Background: an optimization exercise with open tools, aiming at small area, a short achievable clock period and few clock cycles per item. Do not read the settings as production practice. In this exercise RTL edits were held to simulation tests only and were not proved equivalent to the original.

==> flow/design.v, too long to show whole: its modules and the start of the top module <==
// module loop_core: 414 lines
// module mulq29: 1548 lines
module loop_core (
    input  wire        clk,
    input  wire        rst,             
    input  wire        req_valid,
    output wire        req_ready,
    input  wire [1:0]  req_op,          
    input  wire [2:0]  req_loop,
    input  wire        req_src_int,     
    input  wire        req_ref_reset,   
    input  wire        req_u_zero,      
    input  wire [8:0]  req_clr,         
    input  wire [31:0] req_sp,
    input  wire [31:0] req_mg,
    input  wire [31:0] req_mo,
    input  wire [31:0] req_x,
    input  wire [31:0] req_y,
    input  wire        req_y_valid,
    input  wire [31:0] req_vdc,
    input  wire [31:0] req_grid,
    input  wire [31:0] req_vg,
    input  wire [31:0] c_kp,
    input  wire [31:0] c_ki,
    input  wire [31:0] c_kf,
    input  wire [31:0] c_imin,
    input  wire [31:0] c_imax,
    input  wire [31:0] c_umin,
    input  wire [31:0] c_umax,
    input  wire [31:0] c_slew,
    input  wire [31:0] c_ramp,
    input  wire [31:0] c_rmin,
    input  wire [31:0] c_rmax,
    input  wire        c_inv,
    input  wire [2:0]  c_ff_sel,
    output reg         rsp_valid,
    output reg  [31:0] rsp_r,
    output reg  [31:0] rsp_e,
    output reg  [31:0] rsp_p,
    output reg  [31:0] rsp_i,
    output reg  [31:0] rsp_f,
    output reg  [31:0] rsp_u,
    output reg  [8:0]  rsp_flags,       
    output reg  [8:0]  rsp_hit          
);
  // ...
==> flow/run.sh <==
#!/bin/bash
# synth_recipe.tcl (not shown) runs the flow's synth.tcl, then flattens the netlist and writes it again
# the make line also repeats each setting of config.mk as NAME=value (left out here)
make -C /OpenROAD-flow-scripts/flow DESIGN_CONFIG=/design/flow/config.mk WORK_HOME=/design/flow/orfs CLKGATE_MAP_FILE= SYNTH_SCRIPT=/design/flow/synth_recipe.tcl finish
==> flow/config.mk <==
export PLATFORM = sky130hd
export DESIGN_NAME = loop_core
export DESIGN_NICKNAME = loop_core
export VERILOG_FILES = /design/flow/design.v
export SDC_FILE = /design/flow/constraint.sdc
export NUM_CORES = 4
export LEC_CHECK = 0
export CAP_MARGIN = 20
export CORE_MARGIN = 2
export CORE_UTILIZATION = 40
export SETUP_SLACK_MARGIN = 3
export SLEW_MARGIN = 20
==> flow/constraint.sdc <==
create_clock -name core_clock -period 13.0 [get_ports {clk}]
set_input_delay 2.6000 -clock core_clock [delete_from_list [all_inputs] [get_ports {clk}]]
set_output_delay 2.6000 -clock core_clock [all_outputs]
set_load 0.01 [all_outputs]
==> flow_summary.yaml, run 1 <==
run_status:
  run_status: "finished clean"
clock_tree:
  cts_buffers: 393
  clock_path_buffers: 4
  clock-root-buffer: "clkbuf_16"
floorplanning:
  floorplan.tapcells: 9827
  core.rowCount: 315
logic_synthesis:
  fraction_of_synthesized_area_in_multiplexers: 0.0155
  synth_top_cell_area_share: 0.200
  synth_seq_cells: 3801
cells_and_area:
  multi_input_area_share: 0.573
  postLayoutCoreUtil: 0.456
  finalNonFillerCells: 45179
  seq_share: 0.253
  layout_inverter_count_without_the_clock_tree: 2949
worst_setup_path:
  crit_path_start_kind: "flip-flop"
  regToRegSetupSlack_ns: 1.77
  worst_r2r_endpoint: "st_i[3][27]"
  crit_arrival_ns: 12.17
timing:
  maxSlewHeadroom: 0.0887
  rsz0062_at_grt: "true"
  timing.final.max_slew_violations: 0
  finalHoldViolCount: 0
run:
  timing.max_cap.violations: 0
place:
  dpl.hpwl_um: 971000
global_route:
  groute.usage.overall: 0.340
routing:
  wl_met3_um: 144000
Testbench counts, summed over its fixed seeds: cycles 4,937, items 4,800.
==> module loop_core, before the edit <==
module loop_core (
    input  wire        clk,
    input  wire        rst,             
    input  wire        req_valid,
    output wire        req_ready,
    input  wire [1:0]  req_op,          
    input  wire [2:0]  req_loop,
    input  wire        req_src_int,     
    input  wire        req_ref_reset,   
    input  wire        req_u_zero,      
    input  wire [8:0]  req_clr,         
    input  wire [31:0] req_sp,
    input  wire [31:0] req_mg,
    input  wire [31:0] req_mo,
    input  wire [31:0] req_x,
    input  wire [31:0] req_y,
    input  wire        req_y_valid,
    input  wire [31:0] req_vdc,
    input  wire [31:0] req_grid,
    input  wire [31:0] req_vg,
    input  wire [31:0] c_kp,
    input  wire [31:0] c_ki,
    input  wire [31:0] c_kf,
    input  wire [31:0] c_imin,
    input  wire [31:0] c_imax,
    input  wire [31:0] c_umin,
    input  wire [31:0] c_umax,
    input  wire [31:0] c_slew,
    input  wire [31:0] c_ramp,
    input  wire [31:0] c_rmin,
    input  wire [31:0] c_rmax,
    input  wire        c_inv,
    input  wire [2:0]  c_ff_sel,
    output reg         rsp_valid,
    output reg  [31:0] rsp_r,
    output reg  [31:0] rsp_e,
    output reg  [31:0] rsp_p,
    output reg  [31:0] rsp_i,
    output reg  [31:0] rsp_f,
    output reg  [31:0] rsp_u,
    output reg  [8:0]  rsp_flags,       
    output reg  [8:0]  rsp_hit          
);
    localparam F_REF = 0, F_FB = 1, F_ERR = 2, F_P = 3, F_INT = 4,
               F_FF = 5, F_SUM = 6, F_OUT = 7, F_PRE = 8;
    localparam [31:0] MAXV = 32'h7fffffff;
    localparam [31:0] MINV = 32'h80000000;
    function [32:0] sadd;
        input [31:0] a, b;
        reg [32:0] s;
        begin
            s = {a[31], a} + {b[31], b};
            if (s[32] != s[31])
                sadd = {1'b1, s[32] ? MINV : MAXV};
            else
                sadd = {1'b0, s[31:0]};
        end
    endfunction
    function [32:0] ssub;
        input [31:0] a, b;
        reg [32:0] s;
        begin
            s = {a[31], a} - {b[31], b};
            if (s[32] != s[31])
                ssub = {1'b1, s[32] ? MINV : MAXV};
            else
                ssub = {1'b0, s[31:0]};
        end
    endfunction
    function [32:0] sclamp;
        input [31:0] x, lo, hi;
        begin
            if ($signed(x) < $signed(lo))
                sclamp = {1'b1, lo};
            else if ($signed(x) > $signed(hi))
                sclamp = {1'b1, hi};
            else
                sclamp = {1'b0, x};
        end
    endfunction
    function [35:0] sx;
        input [31:0] a;
        sx = {{4{a[31]}}, a};
    endfunction
    function ovf36;
        input [35:0] s;
        ovf36 = (s[35:31] != {5{s[31]}});
    endfunction
    function [31:0] sat36;
        input [35:0] s;
        sat36 = ovf36(s) ? (s[35] ? MINV : MAXV) : s[31:0];
    endfunction
    reg [31:0] st_r [0:7];
    reg [31:0] st_i [0:7];
    reg [31:0] st_u [0:7];
    reg [8:0]  st_f [0:7];
    reg v0, v1, v2, v3, v4, v5, v6;
    reg [2:0] s0_loop, s1_loop;
    assign req_ready = !(req_op == 2'd1 && !req_u_zero &&
                         ((v0 && req_loop == s0_loop) || (v1 && req_loop == s1_loop)));
    wire accept = req_valid && req_ready;
    reg [1:0]  s0_op;
    reg        s0_src_int, s0_ref_reset, s0_u_zero, s0_y_valid, s0_inv, s0_ffr;
    reg [8:0]  s0_clr;
    reg [31:0] s0_sp, s0_mg, s0_mo, s0_x, s0_y, s0_ff;
    reg [31:0] s0_kp, s0_ki, s0_kf, s0_imin, s0_imax, s0_umin, s0_umax;
    reg [31:0] s0_slew, s0_ramp, s0_rmin, s0_rmax;
    wire [31:0] in_y = req_y_valid ? req_y : 32'd0;
    reg  [31:0] in_ff;
    always @* begin
        case (c_ff_sel)
            3'd1:    in_ff = in_y;
            3'd3:    in_ff = req_vdc;
            3'd4:    in_ff = req_grid;
            3'd5:    in_ff = req_vg;
            default: in_ff = 32'd0;
        endcase
    end
    always @(posedge clk) begin
        s0_op <= req_op;           s0_loop <= req_loop;
        s0_src_int <= req_src_int; s0_ref_reset <= req_ref_reset;
        s0_u_zero <= req_u_zero;   s0_clr <= req_clr;
        s0_y_valid <= req_y_valid; s0_inv <= c_inv;
        s0_ffr <= (c_ff_sel == 3'd2);
        s0_sp <= req_sp; s0_mg <= req_mg; s0_mo <= req_mo; s0_x <= req_x;
        s0_y <= in_y;    s0_ff <= in_ff;
        s0_kp <= c_kp;     s0_ki <= c_ki;     s0_kf <= c_kf;
        s0_imin <= c_imin; s0_imax <= c_imax;
        s0_umin <= c_umin; s0_umax <= c_umax;
        s0_slew <= c_slew; s0_ramp <= c_ramp;
        s0_rmin <= c_rmin; s0_rmax <= c_rmax;
    end
    wire [32:0] t_m;
    mulq29 mul_map (.a(s0_mg), .b(s0_x), .y(t_m));
    reg [1:0]  s1_op;
    reg        s1_src_int, s1_ref_reset, s1_u_zero, s1_inv, s1_ffr;
    reg [8:0]  s1_clr, s1_hit;
    reg [31:0] s1_sp, s1_m, s1_mo, s1_y, s1_ff;
    reg [31:0] s1_kp, s1_ki, s1_kf, s1_imin, s1_imax, s1_umin, s1_umax;
    reg [31:0] s1_slew, s1_ramp, s1_rmin, s1_rmax;
    always @(posedge clk) begin
        s1_op <= s0_op;           s1_loop <= s0_loop;
        s1_src_int <= s0_src_int; s1_ref_reset <= s0_ref_reset;
        s1_u_zero <= s0_u_zero;   s1_clr <= s0_clr;
        s1_inv <= s0_inv;         s1_ffr <= s0_ffr;
        s1_hit <= {7'd0, !s0_y_valid, t_m[32] && !s0_src_int};
        s1_sp <= s0_sp; s1_m <= t_m[31:0]; s1_mo <= s0_mo;
        s1_y <= s0_y;   s1_ff <= s0_ff;
        s1_kp <= s0_kp;     s1_ki <= s0_ki;     s1_kf <= s0_kf;
        s1_imin <= s0_imin; s1_imax <= s0_imax;
        s1_umin <= s0_umin; s1_umax <= s0_umax;
        s1_slew <= s0_slew; s1_ramp <= s0_ramp;
        s1_rmin <= s0_rmin; s1_rmax <= s0_rmax;
    end
    wire [32:0] t_map  = sadd(s1_mo, s1_m);
    wire [31:0] rt_raw = s1_src_int ? s1_sp : t_map[31:0];
    wire [32:0] t_rt   = sclamp(rt_raw, s1_rmin, s1_rmax);
    reg [2:0]  s2_loop;
    reg [1:0]  s2_op;
    reg        s2_ref_reset, s2_u_zero, s2_inv, s2_ffr;
    reg [8:0]  s2_clr, s2_hit;
    reg [31:0] s2_rt, s2_y, s2_ff;
    reg [31:0] s2_kp, s2_ki, s2_kf, s2_imin, s2_imax, s2_umin, s2_umax;
    reg [31:0] s2_slew, s2_ramp;
    always @(posedge clk) begin
        s2_op <= s1_op;           s2_loop <= s1_loop;
        s2_ref_reset <= s1_ref_reset;
        s2_u_zero <= s1_u_zero;   s2_clr <= s1_clr;
        s2_inv <= s1_inv;         s2_ffr <= s1_ffr;
        s2_hit <= s1_hit;
        if ((t_map[32] && !s1_src_int) || t_rt[32]) s2_hit[F_REF] <= 1'b1;
        s2_rt <= t_rt[31:0];
        s2_y  <= s1_y;   s2_ff <= s1_ff;
        s2_kp <= s1_kp;     s2_ki <= s1_ki;     s2_kf <= s1_kf;
        s2_imin <= s1_imin; s2_imax <= s1_imax;
        s2_umin <= s1_umin; s2_umax <= s1_umax;
        s2_slew <= s1_slew; s2_ramp <= s1_ramp;
    end
    wire [31:0] r_old  = st_r[s2_loop];
    wire [31:0] r_prev = (s2_op == 2'd1 && s2_ref_reset) ? s2_y : r_old;
    wire [35:0] r_d    = sx(s2_rt) - sx(r_prev);
    wire [35:0] r_up   = sx(r_prev) + sx(s2_ramp);
    wire [35:0] r_dn   = sx(r_prev) - sx(s2_ramp);
    wire [35:0] r_g    = sx(s2_rt) - sx(r_prev) - sx(s2_ramp);
    wire [35:0] r_l    = sx(s2_rt) - sx(r_prev) + sx(s2_ramp);
    wire        r_gt   = !r_g[35] && (r_g != 36'd0);
    wire        r_lt   = r_l[35];
    wire        up_ov  = ovf36(r_up);
    wire        dn_ov  = ovf36(r_dn);
    wire [31:0] r_new  = r_gt ? (up_ov ? MAXV : r_up[31:0]) :
                         r_lt ? (dn_ov ? MINV : r_dn[31:0]) : s2_rt;
    wire        r_dovp = !r_d[35] && ovf36(r_d);
    wire        r_flag = ovf36(r_d) || (r_gt && !(r_dovp && s2_ramp == MAXV)) || r_lt ||
                         (r_gt && up_ov) || (r_lt && dn_ov);
    wire [35:0] m      = {36{s2_inv}};
    wire [35:0] e_a    = (sx(s2_rt) ^ m) + (sx(s2_y) ^ ~m) + 36'd1;
    wire [35:0] e_b    = (sx(r_prev) ^ m) + (sx(s2_ramp) ^ m) + (sx(s2_y) ^ ~m) +
                         (s2_inv ? 36'd2 : 36'd1);
    wire [35:0] e_c    = (sx(r_prev) ^ m) + (sx(s2_ramp) ^ ~m) + (sx(s2_y) ^ ~m) +
                         (s2_inv ? 36'd1 : 36'd2);
    wire [35:0] e_mx   = (sx(MAXV) ^ m) + (sx(s2_y) ^ ~m) + 36'd1;
    wire [35:0] e_mn   = (sx(MINV) ^ m) + (sx(s2_y) ^ ~m) + 36'd1;
    wire [35:0] e_x    = r_gt ? (up_ov ? e_mx : e_b) : r_lt ? (dn_ov ? e_mn : e_c) : e_a;
    wire [31:0] e_new  = sat36(e_x);
    reg [2:0]  s3_loop;
    reg [1:0]  s3_op;
    reg        s3_u_zero;
    reg [8:0]  s3_clr, s3_hit;
    reg [31:0] s3_r, s3_e, s3_ff;
    reg [31:0] s3_kp, s3_ki, s3_kf, s3_imin, s3_imax, s3_umin, s3_umax, s3_slew;
    always @(posedge clk) begin
        s3_op <= s2_op;   s3_loop <= s2_loop;
        s3_u_zero <= s2_u_zero; s3_clr <= s2_clr;
        s3_hit <= s2_hit;
        if (r_flag)       s3_hit[F_REF] <= 1'b1;
        if (ovf36(e_x))   s3_hit[F_ERR] <= 1'b1;
        s3_r  <= s2_op[1] ? r_old : r_new;
        s3_e  <= e_new;
        s3_ff <= s2_ffr ? r_new : s2_ff;
        s3_kp <= s2_kp;     s3_ki <= s2_ki;     s3_kf <= s2_kf;
        s3_imin <= s2_imin; s3_imax <= s2_imax;
        s3_umin <= s2_umin; s3_umax <= s2_umax;
        s3_slew <= s2_slew;
    end
    wire [32:0] t_p, t_f, t_k;
    mulq29 mul_p (.a(s3_kp), .b(s3_e),  .y(t_p));
    mulq29 mul_f (.a(s3_kf), .b(s3_ff), .y(t_f));
    mulq29 mul_k (.a(s3_ki), .b(s3_e),  .y(t_k));
    reg [2:0]  s4_loop;
    reg [1:0]  s4_op;
    reg        s4_u_zero;
    reg [8:0]  s4_clr, s4_hit;
    reg [31:0] s4_r, s4_e, s4_p, s4_f, s4_k;
    reg [31:0] s4_imin, s4_imax, s4_umin, s4_umax, s4_slew;
    always @(posedge clk) begin
        s4_op <= s3_op;   s4_loop <= s3_loop;
        s4_u_zero <= s3_u_zero; s4_clr <= s3_clr;
        s4_hit <= s3_hit;
        if (t_p[32]) s4_hit[F_P] <= 1'b1;
        if (t_f[32]) s4_hit[F_FF] <= 1'b1;
        if (t_k[32] && s3_op == 2'd0) s4_hit[F_INT] <= 1'b1;
        s4_r <= s3_r; s4_e <= s3_e;
        s4_p <= t_p[31:0]; s4_f <= t_f[31:0]; s4_k <= t_k[31:0];
        s4_imin <= s3_imin; s4_imax <= s3_imax;
        s4_umin <= s3_umin; s4_umax <= s3_umax;
        s4_slew <= s3_slew;
    end
    wire [31:0] i_old = st_i[s4_loop];
    wire [31:0] uu4   = (s4_op == 2'd1 && s4_u_zero) ? 32'd0 : st_u[s4_loop];
    wire        umax_m = (s4_umax == MAXV);
    wire        umin_m = (s4_umin == MINV);
    wire        imax_m = (s4_imax == MAXV);
    wire        imin_m = (s4_imin == MINV);
    wire [35:0] f_hi   = sx(MAXV) + sx(s4_f);
    wire [35:0] f_lo   = sx(MINV) + sx(s4_f);
    wire        fhi_gt = $signed(sx(MAXV) + sx(s4_f) - sx(s4_umax)) > 0;
    wire        fhi_lt = $signed(sx(MAXV) + sx(s4_f) - sx(s4_umin)) < 0;
    wire        flo_gt = $signed(sx(MINV) + sx(s4_f) - sx(s4_umax)) > 0;
    wire        flo_lt = $signed(sx(MINV) + sx(s4_f) - sx(s4_umin)) < 0;
    wire [35:0] c_pi   = sx(s4_p) + sx(i_old);
    wire        pi_hi  = !c_pi[35] && c_pi[31];
    wire        pi_lo  = c_pi[35] && !c_pi[31];
    wire [35:0] c_n3   = sx(s4_p) + sx(i_old) + sx(s4_f);
    wire        n3_gt  = $signed(sx(s4_p) + sx(i_old) + sx(s4_f) - sx(s4_umax)) > 0;
    wire        n3_lt  = $signed(sx(s4_p) + sx(i_old) + sx(s4_f) - sx(s4_umin)) < 0;
    wire        v_gt   = (pi_hi ? fhi_gt : pi_lo ? flo_gt : n3_gt) && !umax_m;
    wire        v_lt   = (pi_hi ? fhi_lt : pi_lo ? flo_lt : n3_lt) && !umin_m;
    wire        v_ovf  = pi_hi ? ovf36(f_hi) : pi_lo ? ovf36(f_lo) : ovf36(c_n3);
    wire        k_pos  = !s4_k[31] && (s4_k != 32'd0);
    wire        integ  = !((v_gt && k_pos) || (v_lt && s4_k[31]));
    wire [35:0] c_ik   = sx(i_old) + sx(s4_k);
    wire        ik_lt  = $signed(sx(i_old) + sx(s4_k) - sx(s4_imin)) < 0;
    wire        ik_gt  = $signed(sx(i_old) + sx(s4_k) - sx(s4_imax)) > 0;
    wire [31:0] i_cyc  = ik_lt ? s4_imin : ik_gt ? s4_imax : c_ik[31:0];
    wire        ik_flag = ovf36(c_ik) || (ik_lt && !imin_m) || (ik_gt && !imax_m);
    wire [35:0] h_up   = sx(uu4) - sx(s4_p);
    wire        up_hi  = !h_up[35] && h_up[31];
    wire        up_lo  = h_up[35] && !h_up[31];
    wire [35:0] z_mx   = sx(MAXV) - sx(s4_f);
    wire [35:0] z_mn   = sx(MINV) - sx(s4_f);
    wire [35:0] z_n    = sx(uu4) - sx(s4_p) - sx(s4_f);
    wire        zmx_lt = $signed(sx(MAXV) - sx(s4_f) - sx(s4_imin)) < 0;
    wire        zmx_gt = $signed(sx(MAXV) - sx(s4_f) - sx(s4_imax)) > 0;
    wire        zmn_lt = $signed(sx(MINV) - sx(s4_f) - sx(s4_imin)) < 0;
    wire        zmn_gt = $signed(sx(MINV) - sx(s4_f) - sx(s4_imax)) > 0;
    wire        zn_lt  = $signed(sx(uu4) - sx(s4_p) - sx(s4_f) - sx(s4_imin)) < 0;
    wire        zn_gt  = $signed(sx(uu4) - sx(s4_p) - sx(s4_f) - sx(s4_imax)) > 0;
    wire [35:0] h_z    = up_hi ? z_mx : up_lo ? z_mn : z_n;
    wire        z_lt   = up_hi ? zmx_lt : up_lo ? zmn_lt : zn_lt;
    wire        z_gt   = up_hi ? zmx_gt : up_lo ? zmn_gt : zn_gt;
    wire [31:0] i_ho   = z_lt ? s4_imin : z_gt ? s4_imax : h_z[31:0];
    reg  [31:0] i_new;
    reg  [8:0]  i_hit;
    always @* begin
        i_hit = s4_hit;
        i_new = i_old;
        if (s4_op == 2'd1) begin
            i_new = i_ho;
            if (up_hi || up_lo || ovf36(h_z))                i_hit[F_INT] = 1'b1;
            if ((z_lt && !imin_m) || (z_gt && !imax_m))      i_hit[F_PRE] = 1'b1;
        end else if (s4_op == 2'd0) begin
            if (pi_hi || pi_lo || v_ovf) i_hit[F_SUM] = 1'b1;
            if (integ) begin
                i_new = i_cyc;
                if (ik_flag) i_hit[F_INT] = 1'b1;
            end
        end
    end
    reg [2:0]  s5_loop;
    reg [1:0]  s5_op;
    reg        s5_u_zero;
    reg        s5_fhi_gt, s5_fhi_lt, s5_flo_gt, s5_flo_lt;
    reg [8:0]  s5_clr, s5_hit;
    reg [31:0] s5_r, s5_e, s5_p, s5_f, s5_i;
    reg [31:0] s5_umin, s5_umax, s5_slew;
    always @(posedge clk) begin
        s5_op <= s4_op;   s5_loop <= s4_loop;
        s5_u_zero <= s4_u_zero; s5_clr <= s4_clr;
        s5_hit <= i_hit;
        s5_fhi_gt <= fhi_gt; s5_fhi_lt <= fhi_lt;
        s5_flo_gt <= flo_gt; s5_flo_lt <= flo_lt;
        s5_r <= s4_r; s5_e <= s4_e; s5_p <= s4_p; s5_f <= s4_f;
        s5_i <= i_new;
        s5_umin <= s4_umin; s5_umax <= s4_umax;
        s5_slew <= s4_slew;
    end
    wire [35:0] o_pi   = sx(s5_p) + sx(s5_i);
    wire        o_hi   = !o_pi[35] && o_pi[31];
    wire        o_lo   = o_pi[35] && !o_pi[31];
    wire [35:0] o_n3   = sx(s5_p) + sx(s5_i) + sx(s5_f);
    wire        o_n3gt = $signed(sx(s5_p) + sx(s5_i) + sx(s5_f) - sx(s5_umax)) > 0;
    wire        o_n3lt = $signed(sx(s5_p) + sx(s5_i) + sx(s5_f) - sx(s5_umin)) < 0;
    wire [35:0] o_fhi  = sx(MAXV) + sx(s5_f);
    wire [35:0] o_flo  = sx(MINV) + sx(s5_f);
    wire [35:0] o_vu   = o_hi ? o_fhi : o_lo ? o_flo : o_n3;
    wire        ut_gt  = o_hi ? s5_fhi_gt : o_lo ? s5_flo_gt : o_n3gt;
    wire        ut_lt  = o_hi ? s5_fhi_lt : o_lo ? s5_flo_lt : o_n3lt;
    wire [31:0] ut     = ut_lt ? s5_umin : ut_gt ? s5_umax : o_vu[31:0];
    reg [2:0]  s6_loop;
    reg [1:0]  s6_op;
    reg        s6_u_zero;
    reg [8:0]  s6_clr, s6_hit;
    reg [31:0] s6_r, s6_e, s6_p, s6_f, s6_i, s6_ut, s6_slew;
    always @(posedge clk) begin
        s6_op <= s5_op;   s6_loop <= s5_loop;
        s6_u_zero <= s5_u_zero; s6_clr <= s5_clr;
        s6_hit <= s5_hit;
        if (o_hi || o_lo || ovf36(o_vu)) s6_hit[F_SUM] <= 1'b1;
        if ((ut_lt && s5_umin != MINV) || (ut_gt && s5_umax != MAXV)) s6_hit[F_OUT] <= 1'b1;
        s6_r <= s5_r; s6_e <= s5_e; s6_p <= s5_p; s6_f <= s5_f; s6_i <= s5_i;
        s6_ut <= ut;
        s6_slew <= s5_slew;
    end
    wire [31:0] u_st   = st_u[s6_loop];
    wire [31:0] u_old  = (s6_op == 2'd1 && s6_u_zero) ? 32'd0 : u_st;
    wire [35:0] u_d    = sx(s6_ut) - sx(u_old);
    wire [35:0] u_up   = sx(u_old) + sx(s6_slew);
    wire [35:0] u_dn   = sx(u_old) - sx(s6_slew);
    wire [35:0] u_g    = sx(s6_ut) - sx(u_old) - sx(s6_slew);
    wire [35:0] u_l    = sx(s6_ut) - sx(u_old) + sx(s6_slew);
    wire        u_gt   = !u_g[35] && (u_g != 36'd0);
    wire        u_lt   = u_l[35];
    wire        uup_ov = ovf36(u_up);
    wire        udn_ov = ovf36(u_dn);
    wire [31:0] u_new  = u_gt ? (uup_ov ? MAXV : u_up[31:0]) :
                         u_lt ? (udn_ov ? MINV : u_dn[31:0]) : s6_ut;
    wire        u_dovp = !u_d[35] && ovf36(u_d);
    wire        u_flag = ovf36(u_d) || (u_gt && !(u_dovp && s6_slew == MAXV)) || u_lt ||
                         (u_gt && uup_ov) || (u_lt && udn_ov);
    wire [8:0]  o_hit  = s6_hit | (u_flag ? (9'd1 << F_OUT) : 9'd0);
    wire [8:0]  f_new  = s6_op[1] ? (st_f[s6_loop] & ~s6_clr) : (st_f[s6_loop] | o_hit);
    always @(posedge clk) begin
        rsp_r     <= s6_r;
        rsp_i     <= s6_i;
        rsp_flags <= f_new;
        if (s6_op[1]) begin
            rsp_e   <= 32'd0;
            rsp_p   <= 32'd0;
            rsp_f   <= 32'd0;
            rsp_u   <= u_st;
            rsp_hit <= 9'd0;
        end else begin
            rsp_e   <= s6_e;
            rsp_p   <= s6_p;
            rsp_f   <= s6_f;
            rsp_u   <= u_new;
            rsp_hit <= o_hit;
        end
    end
    integer n;
    always @(posedge clk) begin
        if (rst) begin
            v0 <= 1'b0; v1 <= 1'b0; v2 <= 1'b0; v3 <= 1'b0;
            v4 <= 1'b0; v5 <= 1'b0; v6 <= 1'b0;
            rsp_valid <= 1'b0;
            for (n = 0; n < 8; n = n + 1) begin
                st_r[n] <= 32'd0;
                st_i[n] <= 32'd0;
                st_u[n] <= 32'd0;
                st_f[n] <= 9'd0;
            end
        end else begin
            v0 <= accept;
            v1 <= v0; v2 <= v1; v3 <= v2; v4 <= v3; v5 <= v4; v6 <= v5;
            rsp_valid <= v6;
            if (v2 && !s2_op[1]) st_r[s2_loop] <= r_new;
            if (v4 && !s4_op[1]) st_i[s4_loop] <= i_new;
            if (v6) begin
                if (!s6_op[1]) st_u[s6_loop] <= u_new;
                st_f[s6_loop] <= f_new;
            end
        end
    end
endmodule
==> run 2: changes to the inputs <==
--- a/flow/design.v
+++ b/flow/design.v
@@ -177,12 +177,11 @@
         s2_slew <= s1_slew; s2_ramp <= s1_ramp;
     end
-    wire [31:0] r_old  = st_r[s2_loop];
-    wire [31:0] r_prev = (s2_op == 2'd1 && s2_ref_reset) ? s2_y : r_old;
+    wire [31:0] r_prev = s2_rprev;
     wire [35:0] r_d    = sx(s2_rt) - sx(r_prev);
     wire [35:0] r_up   = sx(r_prev) + sx(s2_ramp);
     wire [35:0] r_dn   = sx(r_prev) - sx(s2_ramp);
-    wire [35:0] r_g    = sx(s2_rt) - sx(r_prev) - sx(s2_ramp);
+    wire [35:0] r_g    = sx(s2_rt) + ~sx(r_prev) + ~sx(s2_ramp) + 36'd1;
     wire [35:0] r_l    = sx(s2_rt) - sx(r_prev) + sx(s2_ramp);
-    wire        r_gt   = !r_g[35] && (r_g != 36'd0);
+    wire        r_gt   = !r_g[35];
     wire        r_lt   = r_l[35];
     wire        up_ov  = ovf36(r_up);
@@ -215,5 +214,5 @@
         if (r_flag)       s3_hit[F_REF] <= 1'b1;
         if (ovf36(e_x))   s3_hit[F_ERR] <= 1'b1;
-        s3_r  <= s2_op[1] ? r_old : r_new;
+        s3_r  <= s2_op[1] ? s2_rprev : r_new;
         s3_e  <= e_new;
         s3_ff <= s2_ffr ? r_new : s2_ff;
@@ -246,6 +245,6 @@
         s4_slew <= s3_slew;
     end
-    wire [31:0] i_old = st_i[s4_loop];
-    wire [31:0] uu4   = (s4_op == 2'd1 && s4_u_zero) ? 32'd0 : st_u[s4_loop];
+    wire [31:0] i_old = s4_iold;
+    wire [31:0] uu4   = s4_uu;
     wire        umax_m = (s4_umax == MAXV);
     wire        umin_m = (s4_umin == MINV);
@@ -254,7 +253,9 @@
     wire [35:0] f_hi   = sx(MAXV) + sx(s4_f);
     wire [35:0] f_lo   = sx(MINV) + sx(s4_f);
-    wire        fhi_gt = $signed(sx(MAXV) + sx(s4_f) - sx(s4_umax)) > 0;
+    wire [35:0] fhi_g  = sx(MAXV) + sx(s4_f) + ~sx(s4_umax);
+    wire        fhi_gt = !fhi_g[35];
     wire        fhi_lt = $signed(sx(MAXV) + sx(s4_f) - sx(s4_umin)) < 0;
-    wire        flo_gt = $signed(sx(MINV) + sx(s4_f) - sx(s4_umax)) > 0;
+    wire [35:0] flo_g  = sx(MINV) + sx(s4_f) + ~sx(s4_umax);
+    wire        flo_gt = !flo_g[35];
     wire        flo_lt = $signed(sx(MINV) + sx(s4_f) - sx(s4_umin)) < 0;
     wire [35:0] c_pi   = sx(s4_p) + sx(i_old);
@@ -262,5 +263,6 @@
     wire        pi_lo  = c_pi[35] && !c_pi[31];
     wire [35:0] c_n3   = sx(s4_p) + sx(i_old) + sx(s4_f);
-    wire        n3_gt  = $signed(sx(s4_p) + sx(i_old) + sx(s4_f) - sx(s4_umax)) > 0;
+    wire [35:0] n3_g   = sx(s4_p) + sx(i_old) + sx(s4_f) + ~sx(s4_umax);
+    wire        n3_gt  = !n3_g[35];
     wire        n3_lt  = $signed(sx(s4_p) + sx(i_old) + sx(s4_f) - sx(s4_umin)) < 0;
     wire        v_gt   = (pi_hi ? fhi_gt : pi_lo ? flo_gt : n3_gt) && !umax_m;
@@ -271,5 +273,6 @@
     wire [35:0] c_ik   = sx(i_old) + sx(s4_k);
     wire        ik_lt  = $signed(sx(i_old) + sx(s4_k) - sx(s4_imin)) < 0;
-    wire        ik_gt  = $signed(sx(i_old) + sx(s4_k) - sx(s4_imax)) > 0;
+    wire [35:0] ik_g   = sx(i_old) + sx(s4_k) + ~sx(s4_imax);
+    wire        ik_gt  = !ik_g[35];
     wire [31:0] i_cyc  = ik_lt ? s4_imin : ik_gt ? s4_imax : c_ik[31:0];
     wire        ik_flag = ovf36(c_ik) || (ik_lt && !imin_m) || (ik_gt && !imax_m);
@@ -281,9 +284,12 @@
     wire [35:0] z_n    = sx(uu4) - sx(s4_p) - sx(s4_f);
     wire        zmx_lt = $signed(sx(MAXV) - sx(s4_f) - sx(s4_imin)) < 0;
-    wire        zmx_gt = $signed(sx(MAXV) - sx(s4_f) - sx(s4_imax)) > 0;
+    wire [35:0] zmx_g  = sx(MAXV) + ~sx(s4_f) + ~sx(s4_imax) + 36'd1;
+    wire        zmx_gt = !zmx_g[35];
     wire        zmn_lt = $signed(sx(MINV) - sx(s4_f) - sx(s4_imin)) < 0;
-    wire        zmn_gt = $signed(sx(MINV) - sx(s4_f) - sx(s4_imax)) > 0;
+    wire [35:0] zmn_g  = sx(MINV) + ~sx(s4_f) + ~sx(s4_imax) + 36'd1;
+    wire        zmn_gt = !zmn_g[35];
     wire        zn_lt  = $signed(sx(uu4) - sx(s4_p) - sx(s4_f) - sx(s4_imin)) < 0;
-    wire        zn_gt  = $signed(sx(uu4) - sx(s4_p) - sx(s4_f) - sx(s4_imax)) > 0;
+    wire [35:0] zn_g   = sx(uu4) + ~sx(s4_p) + ~sx(s4_f) + ~sx(s4_imax) + 36'd2;
+    wire        zn_gt  = !zn_g[35];
     wire [35:0] h_z    = up_hi ? z_mx : up_lo ? z_mn : z_n;
     wire        z_lt   = up_hi ? zmx_lt : up_lo ? zmn_lt : zn_lt;
@@ -329,5 +335,6 @@
     wire        o_lo   = o_pi[35] && !o_pi[31];
     wire [35:0] o_n3   = sx(s5_p) + sx(s5_i) + sx(s5_f);
-    wire        o_n3gt = $signed(sx(s5_p) + sx(s5_i) + sx(s5_f) - sx(s5_umax)) > 0;
+    wire [35:0] o_n3g  = sx(s5_p) + sx(s5_i) + sx(s5_f) + ~sx(s5_umax);
+    wire        o_n3gt = !o_n3g[35];
     wire        o_n3lt = $signed(sx(s5_p) + sx(s5_i) + sx(s5_f) - sx(s5_umin)) < 0;
     wire [35:0] o_fhi  = sx(MAXV) + sx(s5_f);
@@ -352,12 +359,12 @@
         s6_slew <= s5_slew;
     end
-    wire [31:0] u_st   = st_u[s6_loop];
+    wire [31:0] u_st   = s6_uold;
     wire [31:0] u_old  = (s6_op == 2'd1 && s6_u_zero) ? 32'd0 : u_st;
     wire [35:0] u_d    = sx(s6_ut) - sx(u_old);
     wire [35:0] u_up   = sx(u_old) + sx(s6_slew);
     wire [35:0] u_dn   = sx(u_old) - sx(s6_slew);
-    wire [35:0] u_g    = sx(s6_ut) - sx(u_old) - sx(s6_slew);
+    wire [35:0] u_g    = sx(s6_ut) + ~sx(u_old) + ~sx(s6_slew) + 36'd1;
     wire [35:0] u_l    = sx(s6_ut) - sx(u_old) + sx(s6_slew);
-    wire        u_gt   = !u_g[35] && (u_g != 36'd0);
+    wire        u_gt   = !u_g[35];
     wire        u_lt   = u_l[35];
     wire        uup_ov = ovf36(u_up);
@@ -369,5 +376,16 @@
                          (u_gt && uup_ov) || (u_lt && udn_ov);
     wire [8:0]  o_hit  = s6_hit | (u_flag ? (9'd1 << F_OUT) : 9'd0);
-    wire [8:0]  f_new  = s6_op[1] ? (st_f[s6_loop] & ~s6_clr) : (st_f[s6_loop] | o_hit);
+    wire [8:0]  f_new  = s6_op[1] ? (s6_fold & ~s6_clr) : (s6_fold | o_hit);
+    reg [31:0] s2_rprev, s4_iold, s4_uu, s6_uold;
+    reg [8:0]  s6_fold;
+    always @(posedge clk) begin
+        s2_rprev <= (s1_op == 2'd1 && s1_ref_reset) ? s1_y :
+                    (v2 && !s2_op[1] && s2_loop == s1_loop) ? r_new : st_r[s1_loop];
+        s4_iold  <= (v4 && !s4_op[1] && s4_loop == s3_loop) ? i_new : st_i[s3_loop];
+        s4_uu    <= (s3_op == 2'd1 && s3_u_zero) ? 32'd0 :
+                    (v6 && !s6_op[1] && s6_loop == s3_loop) ? u_new : st_u[s3_loop];
+        s6_uold  <= (v6 && !s6_op[1] && s6_loop == s5_loop) ? u_new : st_u[s5_loop];
+        s6_fold  <= (v6 && s6_loop == s5_loop) ? f_new : st_f[s5_loop];
+    end
     always @(posedge clk) begin
         rsp_r     <= s6_r;
--- a/flow/config.mk
+++ b/flow/config.mk
@@ -6,7 +6,8 @@
 export NUM_CORES = 4
 export LEC_CHECK = 0
+export ABC_AREA = 1
 export CAP_MARGIN = 20
 export CORE_MARGIN = 2
 export CORE_UTILIZATION = 40
-export SETUP_SLACK_MARGIN = 3
+export SETUP_SLACK_MARGIN = 5
 export SLEW_MARGIN = 20
==> flow_summary.yaml, run 2 <==
global_route:
  grt_first_pass_wirelength_um: 1630000
  grt_antenna_before_repair: 144
  groute.usage.overall: 0.327
  pin_count_of_the_biggest_net_entering_global_routing: 199
  overflow: 0
  first_global_vias: 230818
cells_and_area:
  layout_commonest_cell: "inv_1"
  syn2layout_area_growth_pct: 14.2
  top_regs: "st_i x256, st_r x256, st_u x256"
  layout_common_cells: "4350 x inv_1, 3638 x nand2_1, 3052 x dfxtp_1"
  post_route_cells_drive_above_1_share: 0.0669
  nNetsFinal: 36214
  sequential_cell_area_sq_mm: 0.0873
  multiInputGateArea_sq_mm: 0.160
  postLayoutCoreUtil: 0.459
  fillCellCount: 65018
routing:
  routed_wire_length_per_instance_um: 28.1
  first_pass_iters: 9
  initialDrtViolationCount: 28533
  vias_per_instance: 5.73
  route.antenna.remaining_nets: 0
  drc_errors: 0
  finalWirelength_um: 1160000
  route.vias.total: 236543
logic_synthesis:
  syn_nets: 35830
  synthFlopType: "dfxtp_1"
  cell_with_the_most_instances_after_synthesis: "inv_1"
  synth_top_cells_by_area: "dfxtp_1 23%, fa_1 14%, edfxtp_1 9.4%"
  synth_seq_cells: 3937
  seq_area_frac_synth: 0.325
  synth_top_cell_area_share: 0.231
  syn-instance-count: 31409
  synth.distinct_cells: 84
  synth.cells.most_frequent: "4449 x inv_1, 3735 x nand2_1, 3097 x dfxtp_1"
  synth_area_sq_mm: 0.268
  synth_enable_flop_cells: 840
  post_synth.cell_area_avg_sq_um: 8.54
  post-synth-top-area-cell: "dfxtp_1"
  yosys_warnings: 1
  asyncSetResetFlopFracSynth: 0
worst_setup_path:
  crit_path_start_kind: "flip-flop"
  setup.worst_path.end_class: "flip-flop"
  reg2reg_from: "s3_e[23]"
  r2r_cells: 27
  cp_max_fo: 23
  regToRegSetupSlack_ns: 5.00
  worst_r2r_endpoint: "s4_k[27]"
  crit_type: "reg -> reg"
  crit_arrival_ns: 8.95
  cp.required_ns: 13.96
clock_tree:
  clock_path_buffers: 4
  htree_num_levels: 5
  cts_buffers: 406
  clock_tree_from_tritoncts: "built"
  clock-root-buffer: "clkbuf_16"
  clk_transition_reported_paths_ns: 0.06
  tritoncts_num_sinks: 3937
  clock_latency_ns: 1.10
timing:
  rsz0062_at_grt: "true"
  tightest_pin_transition_ns: 1.21
  post_route_clock_period_utilization: 0.615
  final_period_minus_worst_setup_slack_ns: 8.00
  finalHoldViolCount: 0
  maxSlewHeadroom: 0.192
  achievable-frequency_mhz: 125
  finalSetupTns_ns: 0
  clock_skews_ns: 0.110
  timing.final.max_slew_violations: 0
  setup-violations-final: 0
floorplanning:
  core.rowCount: 300
  floorplan.die.width_um: 823
  floorplan.die_area_sq_mm: 0.677
  core_area_sq_mm: 0.668
  floorplan.initialDensity: 0.402
  chipHeight_um: 823
  io_pins: 845
run_status:
  run_status: "finished clean"
place:
  placement.io_buffers: 844
  dpl.hpwl_um: 856000
  globalplace.congestion: 1.03
worst_hold_path:
  hp-start: "s1_imin[22]"
  worst_hold_path_type: "reg -> reg"
  hold_end: "s2_imin[22]"
  worst_hold_path.num_cells: 0
run:
  timing.max_cap.violations: 0
[run 2: cell types whose count changed after synthesis, sizes merged, moves of 1176 or more]
cell	change
a22oi	-1811
clkbuf	-1362
inv	+1561
a21oi	-1176
xor2	+2091
nand2	+1295
[run 2: logic make-up after synthesis]
group,synth area share
AND/OR/NAND/NOR,0.120
AO/OA/AOI/OAI,0.148
buffers and inverters,0.0875
flip-flops,0.325
adder cells (fa/ha/maj),0.229
XOR/XNOR,0.0911
multiplexers,0.0000747
[run 2: metrics by stage]
| stage | instance area (sq um) | setup WS (ns) | hold WS, ns | std cells |
|---|---|---|---|---|
| after floorplan | 268000 | 5.81 | 0.310 | 31409 |
| after global placement | 287000 | 3.10 | 0.310 | 40103 |
| after detailed placement | 287000 | 3.28 | 0.312 | 40108 |
| after CTS | 303000 | 4.99 | 0.275 | 40943 |
| after global routing | 306000 | 4.94 | 0.271 | 41191 |
| final | 306000 | 5.00 | 0.260 | 41246 |
[run 2: final cells by class]
class | instances | share of cell area
repair inverters | 3 | 0.0000736
clock inverters | 211 | 0.00889
clock buffers | 543 | 0.0373
multi-input cells | 21284 | 0.522
repair buffers | 1622 | 0.0518
inverters | 4539 | 0.0562
well taps | 8909 | 0.0364
flip-flops and latches | 3937 | 0.285
diodes | 198 | 0.00162
[run 2: timing repair]
action	CTS	global route
resized for setup	373	458
endpoints found under the setup margin	1188	1037
hold buffers	0	0
setup buffers	68	80
gates cloned	13	25
pin swaps	32	51
[run 2: how the worst max path moves through the flow]
stage / from / end / slack [ns] / cells past startpoint
6_report: s3_e[23] / s4_k[27] / 5.00 / 27
5_1_grt: s4_p[0] / s4_iold[1] / 4.94 / 44
4_1_cts: s3_ff[15] / s4_f[22] / 4.99 / 34
3_5_place_dp: s3_ff[15] / s4_f[22] / 3.28 / 33
3_3_place_gp: s2_rprev[0] / s3_r[21] / 3.10 / 34
2_1_floorplan: s3_ff[13] / s4_f[10] / 5.81 / 36
[run 2: critical path, cell delays in order, from the launching register on]
cell	delay (ns)
dfxtp_2	0.33
buf_6	0.38
nand2_1	0.20
inv_1	0.31
nor2_2	0.14
clkinv_2	0.24
buf_4	0.44
o22ai_1	0.15
xor2_1	0.20
fa_1	0.53
inv_1	0.05
fa_1	0.47
fa_1	0.48
fa_1	0.51
inv_1	0.05
fa_1	0.49
ha_1	0.43
nand2_1	0.16
nor2_1	0.12
inv_1	0.06
nor2_1	0.13
inv_1	0.07
nor3_1	0.83
o211ai_1	0.48
nand2_1	0.24
xor2_1	0.20
nand3_1	0.09
nand2_1	0.07
[run 2: metal layers]
layer	vias to the layer above	GRT usage	wire length [um]
met5	-	0.00191	529
met4	74	0.198	88000
met3	3424	0.0748	126000
met2	14575	0.494	489000
met1	113993	0.425	455000
li1	104477	-	-
Testbench counts of run 2, summed over its fixed seeds: cycles 4,937, items 4,800.
==> run 3: changes to the inputs <==
--- a/flow/design.v
+++ b/flow/design.v
@@ -87,4 +87,19 @@
         ovf36 = (s[35:31] != {5{s[31]}});
     endfunction
+    function [47:0] booth;
+        input [31:0] b;
+        integer j;
+        reg b2, b1, b0;
+        begin
+            for (j = 0; j < 16; j = j + 1) begin
+                b2 = b[2*j+1];
+                b1 = b[2*j];
+                b0 = (j == 0) ? 1'b0 : b[2*j-1];
+                booth[j]      = b2;
+                booth[16 + j] = b1 ^ b0;
+                booth[32 + j] = (b2 & ~b1 & ~b0) | (~b2 & b1 & b0);
+            end
+        end
+    endfunction
     function [31:0] sat36;
         input [35:0] s;
@@ -103,5 +118,6 @@
     reg        s0_src_int, s0_ref_reset, s0_u_zero, s0_y_valid, s0_inv, s0_ffr;
     reg [8:0]  s0_clr;
-    reg [31:0] s0_sp, s0_mg, s0_mo, s0_x, s0_y, s0_ff;
+    reg [31:0] s0_sp, s0_mg, s0_mo, s0_y, s0_ff;
+    reg [47:0] s0_xb;      
     reg [31:0] s0_kp, s0_ki, s0_kf, s0_imin, s0_imax, s0_umin, s0_umax;
     reg [31:0] s0_slew, s0_ramp, s0_rmin, s0_rmax;
@@ -123,5 +139,5 @@
         s0_y_valid <= req_y_valid; s0_inv <= c_inv;
         s0_ffr <= (c_ff_sel == 3'd2);
-        s0_sp <= req_sp; s0_mg <= req_mg; s0_mo <= req_mo; s0_x <= req_x;
+        s0_sp <= req_sp; s0_mg <= req_mg; s0_mo <= req_mo; s0_xb <= booth(req_x);
         s0_y <= in_y;    s0_ff <= in_ff;
         s0_kp <= c_kp;     s0_ki <= c_ki;     s0_kf <= c_kf;
@@ -132,5 +148,5 @@
     end
     wire [32:0] t_m;
-    mulq29 mul_map (.a(s0_mg), .b(s0_x), .y(t_m));
+    mulq29b mul_map (.a(s0_mg), .bneg(s0_xb[15:0]), .bone(s0_xb[31:16]), .btwo(s0_xb[47:32]), .y(t_m));
     reg [1:0]  s1_op;
     reg        s1_src_int, s1_ref_reset, s1_u_zero, s1_inv, s1_ffr;
@@ -206,5 +222,6 @@
     reg        s3_u_zero;
     reg [8:0]  s3_clr, s3_hit;
-    reg [31:0] s3_r, s3_e, s3_ff;
+    reg [31:0] s3_r, s3_e;
+    reg [47:0] s3_eb, s3_ffb;      
     reg [31:0] s3_kp, s3_ki, s3_kf, s3_imin, s3_imax, s3_umin, s3_umax, s3_slew;
     always @(posedge clk) begin
@@ -216,5 +233,6 @@
         s3_r  <= s2_op[1] ? s2_rprev : r_new;
         s3_e  <= e_new;
-        s3_ff <= s2_ffr ? r_new : s2_ff;
+        s3_eb <= booth(e_new);
+        s3_ffb <= booth(s2_ffr ? r_new : s2_ff);
         s3_kp <= s2_kp;     s3_ki <= s2_ki;     s3_kf <= s2_kf;
         s3_imin <= s2_imin; s3_imax <= s2_imax;
@@ -223,7 +241,7 @@
     end
     wire [32:0] t_p, t_f, t_k;
-    mulq29 mul_p (.a(s3_kp), .b(s3_e),  .y(t_p));
-    mulq29 mul_f (.a(s3_kf), .b(s3_ff), .y(t_f));
-    mulq29 mul_k (.a(s3_ki), .b(s3_e),  .y(t_k));
+    mulq29b mul_p (.a(s3_kp), .bneg(s3_eb[15:0]),  .bone(s3_eb[31:16]),  .btwo(s3_eb[47:32]),  .y(t_p));
+    mulq29b mul_f (.a(s3_kf), .bneg(s3_ffb[15:0]), .bone(s3_ffb[31:16]), .btwo(s3_ffb[47:32]), .y(t_f));
+    mulq29b mul_k (.a(s3_ki), .bneg(s3_eb[15:0]),  .bone(s3_eb[31:16]),  .btwo(s3_eb[47:32]),  .y(t_k));
     reg [2:0]  s4_loop;
     reg [1:0]  s4_op;
@@ -431,12 +449,14 @@
     end
 endmodule
-module mulq29 (
+module mulq29b (
     input  wire [31:0] a,
-    input  wire [31:0] b,
+    input  wire [15:0] bneg,    
+    input  wire [15:0] bone,
+    input  wire [15:0] btwo,
     output wire [32:0] y      
 );
-    wire neg0 = b[1];
-    wire one0 = b[0] ^ 1'b0;
-    wire two0 = (b[1] & ~b[0] & ~1'b0) | (~b[1] & b[0] & 1'b0);
+    wire neg0 = bneg[0];
+    wire one0 = bone[0];
+    wire two0 = btwo[0];
     wire pp0_0 = ((one0 & a[0]) | (two0 & 1'b0)) ^ neg0;
     wire pp0_1 = ((one0 & a[1]) | (two0 & a[0])) ^ neg0;
@@ -472,7 +492,7 @@
     wire pp0_31 = ((one0 & a[31]) | (two0 & a[30])) ^ neg0;
     wire pp0_32 = ~(((one0 & a[31]) | (two0 & a[31])) ^ neg0);
-    wire neg1 = b[3];
-    wire one1 = b[2] ^ b[1];
-    wire two1 = (b[3] & ~b[2] & ~b[1]) | (~b[3] & b[2] & b[1]);
+    wire neg1 = bneg[1];
+    wire one1 = bone[1];
+    wire two1 = btwo[1];
     wire pp1_0 = ((one1 & a[0]) | (two1 & 1'b0)) ^ neg1;
     wire pp1_1 = ((one1 & a[1]) | (two1 & a[0])) ^ neg1;
@@ -508,7 +528,7 @@
     wire pp1_31 = ((one1 & a[31]) | (two1 & a[30])) ^ neg1;
     wire pp1_32 = ~(((one1 & a[31]) | (two1 & a[31])) ^ neg1);
-    wire neg2 = b[5];
-    wire one2 = b[4] ^ b[3];
-    wire two2 = (b[5] & ~b[4] & ~b[3]) | (~b[5] & b[4] & b[3]);
+    wire neg2 = bneg[2];
+    wire one2 = bone[2];
+    wire two2 = btwo[2];
     wire pp2_0 = ((one2 & a[0]) | (two2 & 1'b0)) ^ neg2;
     wire pp2_1 = ((one2 & a[1]) | (two2 & a[0])) ^ neg2;
@@ -544,7 +564,7 @@
     wire pp2_31 = ((one2 & a[31]) | (two2 & a[30])) ^ neg2;
     wire pp2_32 = ~(((one2 & a[31]) | (two2 & a[31])) ^ neg2);
-    wire neg3 = b[7];
-    wire one3 = b[6] ^ b[5];
-    wire two3 = (b[7] & ~b[6] & ~b[5]) | (~b[7] & b[6] & b[5]);
+    wire neg3 = bneg[3];
+    wire one3 = bone[3];
+    wire two3 = btwo[3];
     wire pp3_0 = ((one3 & a[0]) | (two3 & 1'b0)) ^ neg3;
     wire pp3_1 = ((one3 & a[1]) | (two3 & a[0])) ^ neg3;
@@ -580,7 +600,7 @@
     wire pp3_31 = ((one3 & a[31]) | (two3 & a[30])) ^ neg3;
     wire pp3_32 = ~(((one3 & a[31]) | (two3 & a[31])) ^ neg3);
-    wire neg4 = b[9];
-    wire one4 = b[8] ^ b[7];
-    wire two4 = (b[9] & ~b[8] & ~b[7]) | (~b[9] & b[8] & b[7]);
+    wire neg4 = bneg[4];
+    wire one4 = bone[4];
+    wire two4 = btwo[4];
     wire pp4_0 = ((one4 & a[0]) | (two4 & 1'b0)) ^ neg4;
     wire pp4_1 = ((one4 & a[1]) | (two4 & a[0])) ^ neg4;
@@ -616,7 +636,7 @@
     wire pp4_31 = ((one4 & a[31]) | (two4 & a[30])) ^ neg4;
     wire pp4_32 = ~(((one4 & a[31]) | (two4 & a[31])) ^ neg4);
-    wire neg5 = b[11];
-    wire one5 = b[10] ^ b[9];
-    wire two5 = (b[11] & ~b[10] & ~b[9]) | (~b[11] & b[10] & b[9]);
+    wire neg5 = bneg[5];
+    wire one5 = bone[5];
+    wire two5 = btwo[5];
     wire pp5_0 = ((one5 & a[0]) | (two5 & 1'b0)) ^ neg5;
     wire pp5_1 = ((one5 & a[1]) | (two5 & a[0])) ^ neg5;
@@ -652,7 +672,7 @@
     wire pp5_31 = ((one5 & a[31]) | (two5 & a[30])) ^ neg5;
     wire pp5_32 = ~(((one5 & a[31]) | (two5 & a[31])) ^ neg5);
-    wire neg6 = b[13];
-    wire one6 = b[12] ^ b[11];
-    wire two6 = (b[13] & ~b[12] & ~b[11]) | (~b[13] & b[12] & b[11]);
+    wire neg6 = bneg[6];
+    wire one6 = bone[6];
+    wire two6 = btwo[6];
     wire pp6_0 = ((one6 & a[0]) | (two6 & 1'b0)) ^ neg6;
     wire pp6_1 = ((one6 & a[1]) | (two6 & a[0])) ^ neg6;
@@ -688,7 +708,7 @@
     wire pp6_31 = ((one6 & a[31]) | (two6 & a[30])) ^ neg6;
     wire pp6_32 = ~(((one6 & a[31]) | (two6 & a[31])) ^ neg6);
-    wire neg7 = b[15];
-    wire one7 = b[14] ^ b[13];
-    wire two7 = (b[15] & ~b[14] & ~b[13]) | (~b[15] & b[14] & b[13]);
+    wire neg7 = bneg[7];
+    wire one7 = bone[7];
+    wire two7 = btwo[7];
     wire pp7_0 = ((one7 & a[0]) | (two7 & 1'b0)) ^ neg7;
     wire pp7_1 = ((one7 & a[1]) | (two7 & a[0])) ^ neg7;
@@ -724,7 +744,7 @@
     wire pp7_31 = ((one7 & a[31]) | (two7 & a[30])) ^ neg7;
     wire pp7_32 = ~(((one7 & a[31]) | (two7 & a[31])) ^ neg7);
-    wire neg8 = b[17];
-    wire one8 = b[16] ^ b[15];
-    wire two8 = (b[17] & ~b[16] & ~b[15]) | (~b[17] & b[16] & b[15]);
+    wire neg8 = bneg[8];
+    wire one8 = bone[8];
+    wire two8 = btwo[8];
     wire pp8_0 = ((one8 & a[0]) | (two8 & 1'b0)) ^ neg8;
     wire pp8_1 = ((one8 & a[1]) | (two8 & a[0])) ^ neg8;
@@ -760,7 +780,7 @@
     wire pp8_31 = ((one8 & a[31]) | (two8 & a[30])) ^ neg8;
     wire pp8_32 = ~(((one8 & a[31]) | (two8 & a[31])) ^ neg8);
-    wire neg9 = b[19];
-    wire one9 = b[18] ^ b[17];
-    wire two9 = (b[19] & ~b[18] & ~b[17]) | (~b[19] & b[18] & b[17]);
+    wire neg9 = bneg[9];
+    wire one9 = bone[9];
+    wire two9 = btwo[9];
     wire pp9_0 = ((one9 & a[0]) | (two9 & 1'b0)) ^ neg9;
     wire pp9_1 = ((one9 & a[1]) | (two9 & a[0])) ^ neg9;
@@ -796,7 +816,7 @@
     wire pp9_31 = ((one9 & a[31]) | (two9 & a[30])) ^ neg9;
     wire pp9_32 = ~(((one9 & a[31]) | (two9 & a[31])) ^ neg9);
-    wire neg10 = b[21];
-    wire one10 = b[20] ^ b[19];
-    wire two10 = (b[21] & ~b[20] & ~b[19]) | (~b[21] & b[20] & b[19]);
+    wire neg10 = bneg[10];
+    wire one10 = bone[10];
+    wire two10 = btwo[10];
     wire pp10_0 = ((one10 & a[0]) | (two10 & 1'b0)) ^ neg10;
     wire pp10_1 = ((one10 & a[1]) | (two10 & a[0])) ^ neg10;
@@ -832,7 +852,7 @@
     wire pp10_31 = ((one10 & a[31]) | (two10 & a[30])) ^ neg10;
     wire pp10_32 = ~(((one10 & a[31]) | (two10 & a[31])) ^ neg10);
-    wire neg11 = b[23];
-    wire one11 = b[22] ^ b[21];
-    wire two11 = (b[23] & ~b[22] & ~b[21]) | (~b[23] & b[22] & b[21]);
+    wire neg11 = bneg[11];
+    wire one11 = bone[11];
+    wire two11 = btwo[11];
     wire pp11_0 = ((one11 & a[0]) | (two11 & 1'b0)) ^ neg11;
     wire pp11_1 = ((one11 & a[1]) | (two11 & a[0])) ^ neg11;
@@ -868,7 +888,7 @@
     wire pp11_31 = ((one11 & a[31]) | (two11 & a[30])) ^ neg11;
     wire pp11_32 = ~(((one11 & a[31]) | (two11 & a[31])) ^ neg11);
-    wire neg12 = b[25];
-    wire one12 = b[24] ^ b[23];
-    wire two12 = (b[25] & ~b[24] & ~b[23]) | (~b[25] & b[24] & b[23]);
+    wire neg12 = bneg[12];
+    wire one12 = bone[12];
+    wire two12 = btwo[12];
     wire pp12_0 = ((one12 & a[0]) | (two12 & 1'b0)) ^ neg12;
     wire pp12_1 = ((one12 & a[1]) | (two12 & a[0])) ^ neg12;
@@ -904,7 +924,7 @@
     wire pp12_31 = ((one12 & a[31]) | (two12 & a[30])) ^ neg12;
     wire pp12_32 = ~(((one12 & a[31]) | (two12 & a[31])) ^ neg12);
-    wire neg13 = b[27];
-    wire one13 = b[26] ^ b[25];
-    wire two13 = (b[27] & ~b[26] & ~b[25]) | (~b[27] & b[26] & b[25]);
+    wire neg13 = bneg[13];
+    wire one13 = bone[13];
+    wire two13 = btwo[13];
     wire pp13_0 = ((one13 & a[0]) | (two13 & 1'b0)) ^ neg13;
     wire pp13_1 = ((one13 & a[1]) | (two13 & a[0])) ^ neg13;
@@ -940,7 +960,7 @@
     wire pp13_31 = ((one13 & a[31]) | (two13 & a[30])) ^ neg13;
     wire pp13_32 = ~(((one13 & a[31]) | (two13 & a[31])) ^ neg13);
-    wire neg14 = b[29];
-    wire one14 = b[28] ^ b[27];
-    wire two14 = (b[29] & ~b[28] & ~b[27]) | (~b[29] & b[28] & b[27]);
+    wire neg14 = bneg[14];
+    wire one14 = bone[14];
+    wire two14 = btwo[14];
     wire pp14_0 = ((one14 & a[0]) | (two14 & 1'b0)) ^ neg14;
     wire pp14_1 = ((one14 & a[1]) | (two14 & a[0])) ^ neg14;
@@ -976,7 +996,7 @@
     wire pp14_31 = ((one14 & a[31]) | (two14 & a[30])) ^ neg14;
     wire pp14_32 = ~(((one14 & a[31]) | (two14 & a[31])) ^ neg14);
-    wire neg15 = b[31];
-    wire one15 = b[30] ^ b[29];
-    wire two15 = (b[31] & ~b[30] & ~b[29]) | (~b[31] & b[30] & b[29]);
+    wire neg15 = bneg[15];
+    wire one15 = bone[15];
+    wire two15 = btwo[15];
     wire pp15_0 = ((one15 & a[0]) | (two15 & 1'b0)) ^ neg15;
     wire pp15_1 = ((one15 & a[1]) | (two15 & a[0])) ^ neg15;
==> flow_summary.yaml, run 3 <==
floorplanning:
  core.rowCount: 303
  floorplan.initialDensity: 0.401
  core_area_sq_mm: 0.679
  chipHeight_um: 829
  floorplan.die_area_sq_mm: 0.687
  io_pins: 845
  floorplan.die.width_um: 829
logic_synthesis:
  seq_area_frac_synth: 0.325
  synth_enable_flop_cells: 840
  synth.cells.most_frequent: "4571 x inv_1, 4018 x nand2_1, 3160 x dfxtp_1"
  synth_area_sq_mm: 0.272
  synth.distinct_cells: 79
  synth_seq_cells: 4000
  synth_top_cell_area_share: 0.232
  syn_nets: 36498
  yosys_warnings: 1
  syn-instance-count: 32077
  cell_with_the_most_instances_after_synthesis: "inv_1"
  post_synth.cell_area_avg_sq_um: 8.49
  post-synth-top-area-cell: "dfxtp_1"
  synth_top_cells_by_area: "dfxtp_1 23%, fa_1 14%, edfxtp_1 9.3%"
  asyncSetResetFlopFracSynth: 0
  synthFlopType: "dfxtp_1"
clock_tree:
  holdBufCountCts: 0
  clock_latency_ns: 1.11
  tritoncts_num_sinks: 4000
  clk_transition_reported_paths_ns: 0.07
  clock_path_buffers: 4
  clock-root-buffer: "clkbuf_16"
  htree_num_levels: 5
  cts_buffers: 421
  clock_tree_from_tritoncts: "built"
worst_setup_path:
  cp_max_fo: 40
  setup.worst_path.end_class: "flip-flop"
  critical_path_buf_inv_count: 8
  cp.depth: 26
  cp_slowest_cell: "clkbuf_8"
  crit_type: "reg -> reg"
  path_common_cell: "fa_1"
  crit_path_start_kind: "flip-flop"
  r2r_cells: 26
  crit_family: "adder cells"
  worst_path_largest_cell_delay_ns: 0.70
  crit_arrival_ns: 8.83
  cp.required_ns: 13.95
timing:
  timing.final.max_slew_violations: 0
  worst_slack_ns: 5.12
  tightest_pin_transition_ns: 1.32
  achievable-frequency_mhz: 127
  post_route_clock_period_utilization: 0.606
  rsz0062_at_grt: "false"
  final_period_minus_worst_setup_slack_ns: 7.88
  finalHoldViolCount: 0
  setup-violations-final: 0
  clock_skews_ns: 0.146
  finalSetupTns_ns: 0
  maxSlewHeadroom: 0.121
routing:
  initialDrtViolationCount: 26843
  finalWirelength_um: 1200000
  first_pass_iters: 9
  route.antenna.remaining_nets: 0
  route.met2.wl_um: 528000
  route.vias.total: 240422
  topRoutingLayerUsed: "met5"
  routed_wire_length_per_instance_um: 28.8
  wl_met3_um: 119000
  vias_per_instance: 5.76
  detailed_routing_wirelength_on_met1_um: 455000
  drc_errors: 0
global_route:
  pin_count_of_the_biggest_net_entering_global_routing: 189
  groute.usage.overall: 0.335
  grt_first_pass_wirelength_um: 1690000
  overflow: 0
  first_global_vias: 235290
  grt_antenna_before_repair: 110
cells_and_area:
  layout_common_cells: "4463 x inv_1, 3967 x nand2_1, 3129 x dfxtp_1"
  fillCellCount: 66634
  post_route_cells_drive_above_1_share: 0.0584
  final_cell_area_sq_mm: 0.308
  top_regs: "st_i x256, st_r x256, st_u x256"
  syn2layout_area_growth_pct: 13.0
  layout_commonest_cell: "inv_1"
  postLayoutCoreUtil: 0.453
  nNetsFinal: 36718
place:
  place_worst_setup_slack_ns: 2.60
  globalplace.congestion: 1.02
  placement.io_buffers: 844
  dpl-instance-area_sq_mm: 0.290
  dpl.hpwl_um: 890000
worst_hold_path:
  worst_hold_path.num_cells: 0
  worst_hold_path_type: "reg -> reg"
run:
  timing.max_cap.violations: 0
run_status:
  run_status: "finished clean"
## run 3: changes by cell type in the layout (fill, tap and decap cells not counted), sizes merged, moves of 44 or more
cell	delta
a21oi	+65
nand3	+91
nand2	+280
xor2	+44
dfxtp	+63
diode	-95
buf	-149
inv	+128
## run 3: logic make-up after synthesis
kind of cell / count (synthesis) / synth area share
AOI/OAI and AO/OA: 6901 / 0.145
xor gates and xnor gates: 2842 / 0.0921
adders and majority gates: 3788 / 0.226
buffers and inverters: 6346 / 0.0880
DFF: 4000 / 0.325
muxes: 28 / 0.00115
and+or+nand+nor: 8172 / 0.123
## run 3: per-layer routing
layer	vias up	track usage
met2	14596	0.526
met4	56	0.224
met5	-	0.000207
li1	105899	-
met3	3991	0.0755
met1	115880	0.412
## run 3: worst paths after layout
kind                from     endpoint  slack (ns)
max             s3_eb[9]     s4_k[30]        5.12
min          s2_imin[29]  s3_imin[29]        0.28
max reg2reg     s3_eb[9]     s4_k[30]        5.12
min reg2reg  s2_imin[29]  s3_imin[29]        0.28
## run 3: what timing repair did
action                                  CTS  global route
gates resized for setup                 237           323
pin swaps                                 6            33
cloned                                    2             8
endpoints found under the setup margin  925           932
buffers inserted                         21            43
## run 3: through the flow
stage / instances / hold WS [ns]
after CTS: 41609 / 0.265
final: 41763 / 0.282
after global routing: 41678 / 0.304
after detailed placement: 40797 / 0.312
after global placement: 40788 / 0.310
after floorplan: 32077 / 0.310
## run 3: cell type report
class	count	area (sq um)	area share
inverters	4678	17800	0.0578
diodes	103	258	0.000838
clock buffers	577	12400	0.0402
well taps	8997	11300	0.0366
flip-flops and latches	4000	88500	0.288
repair buffers	1459	13800	0.0449
clock inverters	212	2530	0.00824
multi-input cells	21735	161000	0.524
repair inverters	2	15.0	0.0000488
Testbench counts of run 3, summed over its fixed seeds: cycles 4,937, items 4,800.

## separate check: timing with driven ports
In the flow no input, the clock included, has a driving cell. The finished layouts below were timed again as built, in two steps.
Step 1 assumes that a clkbuf_16 drives the clock port and a buf_2 every other input.
Step 2 adds t to the input delays and takes it off the output delays; t is the mean of the earliest and latest rising clock arrival at the registers after step 1. Input paths then give back, and output paths get back, about the clock's delay inside the block.
a / b / c = ideal ports / drivers / drivers and shift; a / b = the first two.
| run | shift t [ns] | setup WS [ns] | clock arrival spread, ns | worst slew at a driven data input, ns |
|---|---|---|---|---|
| run 1 | 1.206 | 1.771 / 1.771 / 1.771 | 0.111 / 0.110 | 0.24 |
| run 2 | 1.190 | 5.003 / 5.003 / 5.003 | 0.130 / 0.129 | 0.12 |
| run 3 | 1.178 | 5.122 / 5.122 / 5.122 | 0.148 / 0.148 | 0.23 |
After both steps setup and hold are still met in every run listed.
